What follows belongs to an exercise in optimizing a design on an open flow for small area, a short achievable clock period and few clock cycles per item; a production flow would make more cautious choices.
Function was checked by simulation only, so behaviour that the tests miss may differ from the original.

== sierra ==
// sha256_core
module sha256_core (
    input  wire         clk,
    input  wire         rst,         
    input  wire         start,
    input  wire         init,
    input  wire [511:0] block,       
    output wire         ready,
    output reg          done,
    output wire [255:0] digest       
);
    localparam [255:0] IV = {32'h6a09e667, 32'hbb67ae85, 32'h3c6ef372, 32'ha54ff53a,
                             32'h510e527f, 32'h9b05688c, 32'h1f83d9ab, 32'h5be0cd19};
    reg [31:0] h0, h1, h2, h3, h4, h5, h6, h7;
    reg [31:0] a, b, c, d, e, f, g, h;
    reg [31:0] w [0:15];             
    reg [31:0] kr;                   
    reg [6:0]  t;                    
    reg        busy;
    reg        rdy;                  
    reg        use_iv;               
    reg        blk_iv;               
    assign ready  = rdy;
    assign digest = {h0, h1, h2, h3, h4, h5, h6, h7};
    wire [6:0] t_next = busy ? t + 7'd1 : 7'd0;
    reg [31:0] k_n;
    always @(*) begin
        case (t_next[5:0])
            6'd0:  k_n = 32'h428a2f98; 6'd1:  k_n = 32'h71374491; 6'd2:  k_n = 32'hb5c0fbcf; 6'd3:  k_n = 32'he9b5dba5;
            6'd4:  k_n = 32'h3956c25b; 6'd5:  k_n = 32'h59f111f1; 6'd6:  k_n = 32'h923f82a4; 6'd7:  k_n = 32'hab1c5ed5;
            6'd8:  k_n = 32'hd807aa98; 6'd9:  k_n = 32'h12835b01; 6'd10: k_n = 32'h243185be; 6'd11: k_n = 32'h550c7dc3;
  ...
For scale: about 1100 flip-flops, about 57000 µm² of cells after synthesis.
clock: 15.0 ns
lec_check: 0
abc_area: 1
cap_margin: 20
core_margin: 2
core_utilization: 40
place_density: 0.6
slew_margin: 20
standard.sh (not shown) runs the stock make flow with config.mk's settings and CLKGATE_MAP_FILE= SYNTH_SCRIPT=/design/flow/synth_recipe.tcl, a recipe that flattens the netlist after the stock synthesis.
==> flow/flow/run.sh <==
#!/bin/bash
# The standard layout, with each port buffered by a buf_1 instead of the
# flow's default port buffer, timing repair asked to leave 10.5 ns of setup
# slack so that it sizes the critical paths, and clock tree synthesis with
# larger sink clusters and no dummy loads. The make output is kept in
# flow_make.log.
set -euo pipefail
bash standard.sh "BUFFER_PORTS_ARGS=-buffer_cell sky130_fd_sc_hd__buf_1" SETUP_SLACK_MARGIN=10.5 \
  "CTS_ARGS=-sink_clustering_enable -repair_clock_nets -dont_use_dummy_load -sink_clustering_size 24 -sink_clustering_max_diameter 120" \
  finish > flow_make.log 2>&1
sierra finished every stage and its layout cleared the timing, DRC and antenna checks.
Testbench counts of sierra, summed over its fixed seeds: cycles 19,016, blocks 288.
--- input diff sierra..indigo ---
# sierra
export LEC_CHECK = 0
export ABC_AREA = 1
export CAP_MARGIN = 20
export CORE_MARGIN = 2
export CORE_UTILIZATION = 40
export PLACE_DENSITY = 0.6
export SLEW_MARGIN = 20
create_clock -name core_clock -period 15.0 [get_ports {clk}]
# indigo
export LEC_CHECK = 0
export CAP_MARGIN = 20
export CORE_MARGIN = 2
export CORE_UTILIZATION = 40
export PLACE_DENSITY = 0.6
export SLEW_MARGIN = 20
create_clock -name core_clock -period 15.0 [get_ports {clk}]
==> flow/flow/run.sh <==
#!/bin/bash
# The standard layout, with each port buffered by a buf_1 instead of the
# flow's default port buffer, and timing repair asked to leave 10.5 ns of setup
# slack so that it sizes the critical paths. The make output is kept in
# flow_make.log.
set -euo pipefail
bash standard.sh "BUFFER_PORTS_ARGS=-buffer_cell sky130_fd_sc_hd__buf_1" SETUP_SLACK_MARGIN=10.5 finish > flow_make.log 2>&1
--- outcome ---
sierra | status: complete | timing, DRC, antenna: pass. indigo did not stop at any stage, and its layout met the timing, DRC and antenna checks. Cmp indigo vs sierra: count of buffer and inverter cells on the critical path higher in indigo. indigo vs sierra: maximum frequency from static timing analysis down. Aggregate global-route resource usage for indigo: 4.1 points down relative to sierra. Of indigo and sierra, it is indigo that has the higher critical path depth.
diff inputs: indigo => tundra
# indigo
export LEC_CHECK = 0
export CAP_MARGIN = 20
export CORE_MARGIN = 2
export CORE_UTILIZATION = 40
export PLACE_DENSITY = 0.6
export SLEW_MARGIN = 20
create_clock -name core_clock -period 15.0 [get_ports {clk}]
# tundra
export LEC_CHECK = 0
export ABC_AREA = 1
export CAP_MARGIN = 20
export CORE_MARGIN = 2
export CORE_UTILIZATION = 40
export PLACE_DENSITY = 0.6
export SLEW_MARGIN = 20
create_clock -name core_clock -period 15.0 [get_ports {clk}]
## What came out
- No stage failed in tundra, and the final checks on the layout all came back clean.
- Between indigo and tundra, the flow reports cell total after placement increasing by more than a quarter.
- Per the comparison of tundra with indigo, global-route usage rose by 4.7 points; arrival time at the worst endpoint decreased by 3.88 ns relative to the old numbers.
- indigo vs tundra, most common library cell in the layout ignoring fill and taps: sky130_fd_sc_hd__buf_1 vs sky130_fd_sc_hd__nand2_1
Setup changes, tundra to yarrow
# tundra
export LEC_CHECK = 0
export ABC_AREA = 1
export CAP_MARGIN = 20
export CORE_MARGIN = 2
export CORE_UTILIZATION = 40
export PLACE_DENSITY = 0.6
export SLEW_MARGIN = 20
create_clock -name core_clock -period 15.0 [get_ports {clk}]
# yarrow
export LEC_CHECK = 0
export ABC_AREA = 1
export CAP_MARGIN = 20
export CORE_MARGIN = 2
export CORE_UTILIZATION = 40
export GPL_ROUTABILITY_DRIVEN = 0
export PLACE_DENSITY = 0.6
export SLEW_MARGIN = 20
create_clock -name core_clock -period 15.0 [get_ports {clk}]
==> flow/flow/run.sh <==
#!/bin/bash
# The standard layout, with each port buffered by a buf_1 instead of the
# flow's default port buffer, timing repair asked to leave 10.5 ns of setup
# slack so that it sizes the critical paths, and clock tree synthesis with
# larger sink clusters and no dummy loads. The make output is kept in
# flow_make.log.
set -euo pipefail
bash standard.sh "BUFFER_PORTS_ARGS=-buffer_cell sky130_fd_sc_hd__buf_1" SETUP_SLACK_MARGIN=10.5 \
  "CTS_ARGS=-sink_clustering_enable -repair_clock_nets -dont_use_dummy_load -sink_clustering_size 24 -sink_clustering_max_diameter 120" \
  finish > flow_make.log 2>&1
Notes after the runs:
yarrow against tundra: cell area after synthesis now sits at about the same level, met1 demand-to-capacity share in global routing now sits lower, later-pin clock latency in the skew report now sits lower.
In the tables for yarrow and tundra, register-to-register slack reads higher with tundra.
Side by side, share of the clock period used by the worst path after layout turned out lower in yarrow than in tundra.
From tundra to yarrow the numbers moved as follows: highest cell delay on the worst timing path climbed 0.06 ns; total via count in the routed design dropped 1303; final critical-path required period dropped 0.037 ns.
Taking tundra as the reference, in yarrow final instance area shows a reduction of 3700 µm², cell count now sits lower, worst hold margin has remained practically unchanged.
Inputs modified between yarrow and zinc:
# yarrow
export LEC_CHECK = 0
export ABC_AREA = 1
export CAP_MARGIN = 20
export CORE_MARGIN = 2
export CORE_UTILIZATION = 40
export GPL_ROUTABILITY_DRIVEN = 0
export PLACE_DENSITY = 0.6
export SLEW_MARGIN = 20
create_clock -name core_clock -period 15.0 [get_ports {clk}]
# zinc
export LEC_CHECK = 0
export ABC_AREA = 1
export CAP_MARGIN = 20
export CORE_MARGIN = 2
export CORE_UTILIZATION = 40
export PLACE_DENSITY = 0.6
export SLEW_MARGIN = 20
create_clock -name core_clock -period 15.0 [get_ports {clk}]
==> flow/flow/run.sh <==
#!/bin/bash
# The standard layout, with each port buffered by a buf_1 instead of the
# flow's default port buffer, and timing repair asked to leave 10.7 ns of setup
# slack so that it sizes the critical paths. The make output is kept in
# flow_make.log.
set -euo pipefail
bash standard.sh "BUFFER_PORTS_ARGS=-buffer_cell sky130_fd_sc_hd__buf_1" SETUP_SLACK_MARGIN=10.7 finish > flow_make.log 2>&1
Notes after the runs:
zinc ends up with a global-route usage that is 5.0 points higher than in yarrow.
zinc vs yarrow: DRC violation total after the first TritonRoute iteration down
yarrow leaves more setup margin than zinc.
For yarrow, the destination of the critical timing path was a[30], unlike zinc, where it was digest[255].
Compared with yarrow, final design area excluding fillers in zinc increased by more than 10%.
met1 track demand over resource came out higher on zinc than on yarrow.
[diff] wire length of the first global-routing pass, zinc relative to yarrow: regression
In the flow results for zinc and yarrow, the non-clock buffer count is smaller on yarrow.
In zinc the count of H-tree levels built during CTS turned out 1 higher than in yarrow.

---

job 9015:
The RTL this note starts from:
==> flow/design.v <==
module sha256_core (
    input  wire         clk,
    input  wire         rst,         
    input  wire         start,
    input  wire         init,
    input  wire [511:0] block,       
    output wire         ready,
    output reg          done,
    output wire [255:0] digest       
);
    localparam [255:0] IV = {32'h6a09e667, 32'hbb67ae85, 32'h3c6ef372, 32'ha54ff53a,
                             32'h510e527f, 32'h9b05688c, 32'h1f83d9ab, 32'h5be0cd19};
    reg [31:0] h0, h1, h2, h3, h4, h5, h6, h7;
    reg [31:0] a, b, c, d, e, f, g, h;
    reg [31:0] w [0:15];             
    reg [31:0] kr;                   
    reg [6:0]  t;                    
    reg        busy;
    reg        rdy;                  
    reg        use_iv;               
    assign ready  = rdy;
    assign digest = {h0, h1, h2, h3, h4, h5, h6, h7};
    wire [6:0] t_next = busy ? t + 7'd1 : 7'd0;
    reg [31:0] k_n;
    always @(*) begin
        case (t_next[5:0])
            6'd0:  k_n = 32'h428a2f98; 6'd1:  k_n = 32'h71374491; 6'd2:  k_n = 32'hb5c0fbcf; 6'd3:  k_n = 32'he9b5dba5;
            6'd4:  k_n = 32'h3956c25b; 6'd5:  k_n = 32'h59f111f1; 6'd6:  k_n = 32'h923f82a4; 6'd7:  k_n = 32'hab1c5ed5;
            6'd8:  k_n = 32'hd807aa98; 6'd9:  k_n = 32'h12835b01; 6'd10: k_n = 32'h243185be; 6'd11: k_n = 32'h550c7dc3;
            6'd12: k_n = 32'h72be5d74; 6'd13: k_n = 32'h80deb1fe; 6'd14: k_n = 32'h9bdc06a7; 6'd15: k_n = 32'hc19bf174;
            6'd16: k_n = 32'he49b69c1; 6'd17: k_n = 32'hefbe4786; 6'd18: k_n = 32'h0fc19dc6; 6'd19: k_n = 32'h240ca1cc;
            6'd20: k_n = 32'h2de92c6f; 6'd21: k_n = 32'h4a7484aa; 6'd22: k_n = 32'h5cb0a9dc; 6'd23: k_n = 32'h76f988da;
            6'd24: k_n = 32'h983e5152; 6'd25: k_n = 32'ha831c66d; 6'd26: k_n = 32'hb00327c8; 6'd27: k_n = 32'hbf597fc7;
            6'd28: k_n = 32'hc6e00bf3; 6'd29: k_n = 32'hd5a79147; 6'd30: k_n = 32'h06ca6351; 6'd31: k_n = 32'h14292967;
            6'd32: k_n = 32'h27b70a85; 6'd33: k_n = 32'h2e1b2138; 6'd34: k_n = 32'h4d2c6dfc; 6'd35: k_n = 32'h53380d13;
            6'd36: k_n = 32'h650a7354; 6'd37: k_n = 32'h766a0abb; 6'd38: k_n = 32'h81c2c92e; 6'd39: k_n = 32'h92722c85;
            6'd40: k_n = 32'ha2bfe8a1; 6'd41: k_n = 32'ha81a664b; 6'd42: k_n = 32'hc24b8b70; 6'd43: k_n = 32'hc76c51a3;
            6'd44: k_n = 32'hd192e819; 6'd45: k_n = 32'hd6990624; 6'd46: k_n = 32'hf40e3585; 6'd47: k_n = 32'h106aa070;
            6'd48: k_n = 32'h19a4c116; 6'd49: k_n = 32'h1e376c08; 6'd50: k_n = 32'h2748774c; 6'd51: k_n = 32'h34b0bcb5;
            6'd52: k_n = 32'h391c0cb3; 6'd53: k_n = 32'h4ed8aa4a; 6'd54: k_n = 32'h5b9cca4f; 6'd55: k_n = 32'h682e6ff3;
            6'd56: k_n = 32'h748f82ee; 6'd57: k_n = 32'h78a5636f; 6'd58: k_n = 32'h84c87814; 6'd59: k_n = 32'h8cc70208;
            6'd60: k_n = 32'h90befffa; 6'd61: k_n = 32'ha4506ceb; 6'd62: k_n = 32'hbef9a3f7; default: k_n = 32'hc67178f2;
        endcase
    end
    function [63:0] csa(input [31:0] x, input [31:0] y, input [31:0] z);
        begin
            csa[63:32] = x ^ y ^ z;
            csa[31:0]  = {((x & y) | (x & z) | (y & z)), 1'b0} ;
        end
    endfunction
    wire [31:0] S1 = {e[5:0], e[31:6]} ^ {e[10:0], e[31:11]} ^ {e[24:0], e[31:25]};
    wire [31:0] CH = (e & f) ^ (~e & g);
    wire [31:0] S0 = {a[1:0], a[31:2]} ^ {a[12:0], a[31:13]} ^ {a[21:0], a[31:22]};
    wire [31:0] MJ = (a & b) ^ (a & c) ^ (b & c);
    wire [63:0] x   = csa(h, kr, w[0]);
    wire [63:0] a1  = csa(S1, CH, S0);
    wire [63:0] a2  = csa(x[63:32], x[31:0], MJ);
    wire [63:0] a3  = csa(a1[63:32], a1[31:0], a2[63:32]);
    wire [63:0] a4  = csa(a3[63:32], a3[31:0], a2[31:0]);
    wire [31:0] a_new = a4[63:32] + a4[31:0];
    wire [63:0] e1  = csa(S1, CH, d);
    wire [63:0] e2  = csa(e1[63:32], e1[31:0], x[63:32]);
    wire [63:0] e3  = csa(e2[63:32], e2[31:0], x[31:0]);
    wire [31:0] e_new = e3[63:32] + e3[31:0];
    wire [31:0] ws0  = {w[1][6:0], w[1][31:7]} ^ {w[1][17:0], w[1][31:18]} ^ (w[1] >> 3);
    wire [31:0] ws1  = {w[14][16:0], w[14][31:17]} ^ {w[14][18:0], w[14][31:19]} ^ (w[14] >> 10);
    wire [63:0] s1c  = csa(w[0], w[9], ws0);
    wire [63:0] s2c  = csa(s1c[63:32], s1c[31:0], ws1);
    wire [31:0] wnew = s2c[63:32] + s2c[31:0];
    wire [31:0] fa_sum = h3 + a;
    wire [31:0] fe_sum = h7 + e;
    wire ivsel = init | use_iv;
    wire rot   = busy & (t >= 7'd61);
    wire ivld  = busy & (t == 7'd0) & use_iv;
    always @(posedge clk) begin
        if (rst) begin
            busy   <= 1'b0;
            rdy    <= 1'b1;
            done   <= 1'b0;
            use_iv <= 1'b1;
        end else begin
            done <= 1'b0;
            if (!busy) begin
                if (start) begin
                    busy   <= 1'b1;
                    rdy    <= 1'b0;
                    use_iv <= ivsel;
                end
            end else begin
                if (t == 7'd0)
                    use_iv <= 1'b0;
                if (t == 7'd64) begin
                    busy <= 1'b0;
                    rdy  <= 1'b1;
                    done <= 1'b1;
                end
            end
        end
    end
    integer i;
    always @(posedge clk) begin
        t  <= t_next;
        kr <= k_n;
        if (!busy) begin
            a <= ivsel ? IV[255:224] : h0;
            b <= ivsel ? IV[223:192] : h1;
            c <= ivsel ? IV[191:160] : h2;
            d <= ivsel ? IV[159:128] : h3;
            e <= ivsel ? IV[127:96]  : h4;
            f <= ivsel ? IV[95:64]   : h5;
            g <= ivsel ? IV[63:32]   : h6;
            h <= ivsel ? IV[31:0]    : h7;
            for (i = 0; i < 16; i = i + 1)
                w[i] <= block[511 - 32*i -: 32];
        end else begin
            a <= a_new;
            b <= a;
            c <= b;
            d <= c;
            e <= e_new;
            f <= e;
            g <= f;
            h <= g;
            for (i = 0; i < 15; i = i + 1)
                w[i] <= w[i + 1];
            w[15] <= wnew;
        end
    end
    always @(posedge clk) begin
        if (ivld) begin
            h0 <= IV[255:224]; h1 <= IV[223:192]; h2 <= IV[191:160]; h3 <= IV[159:128];
            h4 <= IV[127:96];  h5 <= IV[95:64];   h6 <= IV[63:32];   h7 <= IV[31:0];
        end else if (rot) begin
            h0 <= fa_sum; h1 <= h0; h2 <= h1; h3 <= h2;
            h4 <= fe_sum; h5 <= h4; h6 <= h5; h7 <= h6;
        end
    end
endmodule
Settings: LEC_CHECK=0, ABC_AREA=1, CAP_MARGIN=20, CORE_MARGIN=2, CORE_UTILIZATION=40, PLACE_DENSITY=0.6, SLEW_MARGIN=20; clock period 15.0 ns.
run.sh (not shown) runs the stock make flow with config.mk's settings and CLKGATE_MAP_FILE= SYNTH_SCRIPT=/design/flow/synth_recipe.tcl, a recipe that flattens the netlist after the stock synthesis.
Stock flow here: none of the scripts above is used.
Testbench counts of job 9015, summed over its fixed seeds: cycles 19,016, blocks 288.
The inputs of job 333 differ from those of job 9015 as listed below.
==> flow/flow/run.sh (new file) <==
#!/bin/bash
# The standard layout, with each port buffered by a buf_1 instead of the
# flow's default port buffer, and timing repair asked to leave 10.5 ns of setup
# slack so that it sizes the critical paths. The make output is kept in
# flow_make.log.
set -euo pipefail
bash standard.sh "BUFFER_PORTS_ARGS=-buffer_cell sky130_fd_sc_hd__buf_1" SETUP_SLACK_MARGIN=10.5 finish > flow_make.log 2>&1
==> flow/standard.sh (new file) <==
#!/bin/bash
# synth_recipe.tcl (not shown) runs the flow's synth.tcl, then flattens the netlist and writes it again
# the make line also repeats each setting of config.mk as NAME=value (left out here)
make -C /OpenROAD-flow-scripts/flow DESIGN_CONFIG=/design/flow/config.mk WORK_HOME=/design/flow/orfs CLKGATE_MAP_FILE= SYNTH_SCRIPT=/design/flow/synth_recipe.tcl "${@:-finish}"
removed: flow/run.sh
==> run summary <==
Row count of plain and timing-repair buffers in the layout: job 333 higher / job 9015 lower
CTS buffer count ended up 0.85% lower on job 333 than on job 9015.
Job 333 vs. job 9015: number of clock-tree buffers in the layout has decreased; number of diodes has decreased; count of vias placed by the detailed router has increased.
### job 333 -> job 3590
==> flow/flow/run.sh <==
#!/bin/bash
# The standard layout, with each port buffered by a buf_1 instead of the
# flow's default port buffer, and timing repair asked to leave 11 ns of setup
# slack so that it sizes the critical paths. The make output is kept in
# flow_make.log.
set -euo pipefail
bash standard.sh "BUFFER_PORTS_ARGS=-buffer_cell sky130_fd_sc_hd__buf_1" SETUP_SLACK_MARGIN=11 finish > flow_make.log 2>&1
Results
Summary: design area, job 3590 worse than job 333. The via count reported for job 3590 is higher than the one for job 333. Job 333 -> job 3590: number of combinational gates with multiple inputs delta 0, exact match. Looking at setup slack, job 3590 sits 0.21 ns higher than job 333 does. Job 3590: routed length on met3 5200 um above job 333. Routed wire length (job 3590 vs. job 333) increases by a few percent. Job 333 → job 3590: fill cell total of the finished layout dropped 7.9%, cell count climbed about 4%. Of the two values seen for topmost layer with routed signal wires, met4 was produced by job 333 and met5 by job 3590. Looking at type of the setup path with the least slack, the register to output pin result is from job 3590; the input port to register one comes from job 333.
diff inputs: job 3590 => job 7252
Settings: an added CTS_BUF_LIST of sky130_fd_sc_hd__clkbuf_8.
==> flow/run.sh (new file) <==
#!/bin/bash
# synth_recipe.tcl (not shown) runs the flow's synth.tcl, then flattens the netlist and writes it again
# the make line also repeats each setting of config.mk as NAME=value (left out here)
make -C /OpenROAD-flow-scripts/flow DESIGN_CONFIG=/design/flow/config.mk WORK_HOME=/design/flow/orfs CLKGATE_MAP_FILE= SYNTH_SCRIPT=/design/flow/synth_recipe.tcl finish
removed: flow/flow/run.sh
removed: flow/standard.sh
[summary]
- Summary of job 7252 over job 3590: minimum clock period after layout went up, cell area after layout moved down, number of DRC markers in iteration 0 shows a reduction of 364.
- Job 7252 finished every step from synthesis to the final layout, and the layout passed the timing, DRC and antenna checks.
- Job 3590 and job 7252 ended up with nearly the same cell count after placement.
- Setup slack was lower in job 7252 than in job 3590.

## static timing again, ports no longer ideal
How much do the figures lean on ideal ports? The routed layouts below were timed once more, with nothing changed but the port constraints. Step 1 sets driving cells, clkbuf_16 on the clock port and buf_2 on the other inputs (assumed; they add their load-dependent delay and slew). Step 2 moves the port delays by t, midway between the first and last clock arrival at a register: inputs arrive t later, outputs are due t later. That takes back most of the time a late clock gives input paths. Slacks: no drivers / after step 1 / after step 2; pairs: no drivers / after step 1.
run	shift t [ns]	setup WS [ns]	worst setup path after step 2	worst register clock-pin slew, ns	worst data-port slew with drivers (ns)
sierra	0.750	10.530 / 10.454 / 9.885	input to register	0.11 / 0.11	0.15
indigo	0.807	10.211 / 10.211 / 9.808	input to register	0.07 / 0.07	0.22
tundra	0.826	10.479 / 10.404 / 9.817	input to register	0.07 / 0.07	0.14
yarrow	0.735	10.516 / 10.461 / 9.866	input to register	0.10 / 0.10	0.13
zinc	0.825	10.472 / 10.397 / 9.966	input to register	0.07 / 0.07	0.14
job 9015	0.843	9.627 / 9.663 / 8.820	input to register	0.07 / 0.07	0.14
job 333	0.838	10.483 / 10.441 / 9.703	input to register	0.08 / 0.08	0.11
job 3590	0.848	10.694 / 10.608 / 10.251	input to register	0.09 / 0.09	0.11
job 7252	0.983	9.703 / 9.622 / 8.788	input to register	0.07 / 0.07	0.13
After both steps setup and hold are still met in every run listed. The setup slack of job 7252, which loses most, moves by -0.081 ns with the drivers and by -0.915 ns with both steps.
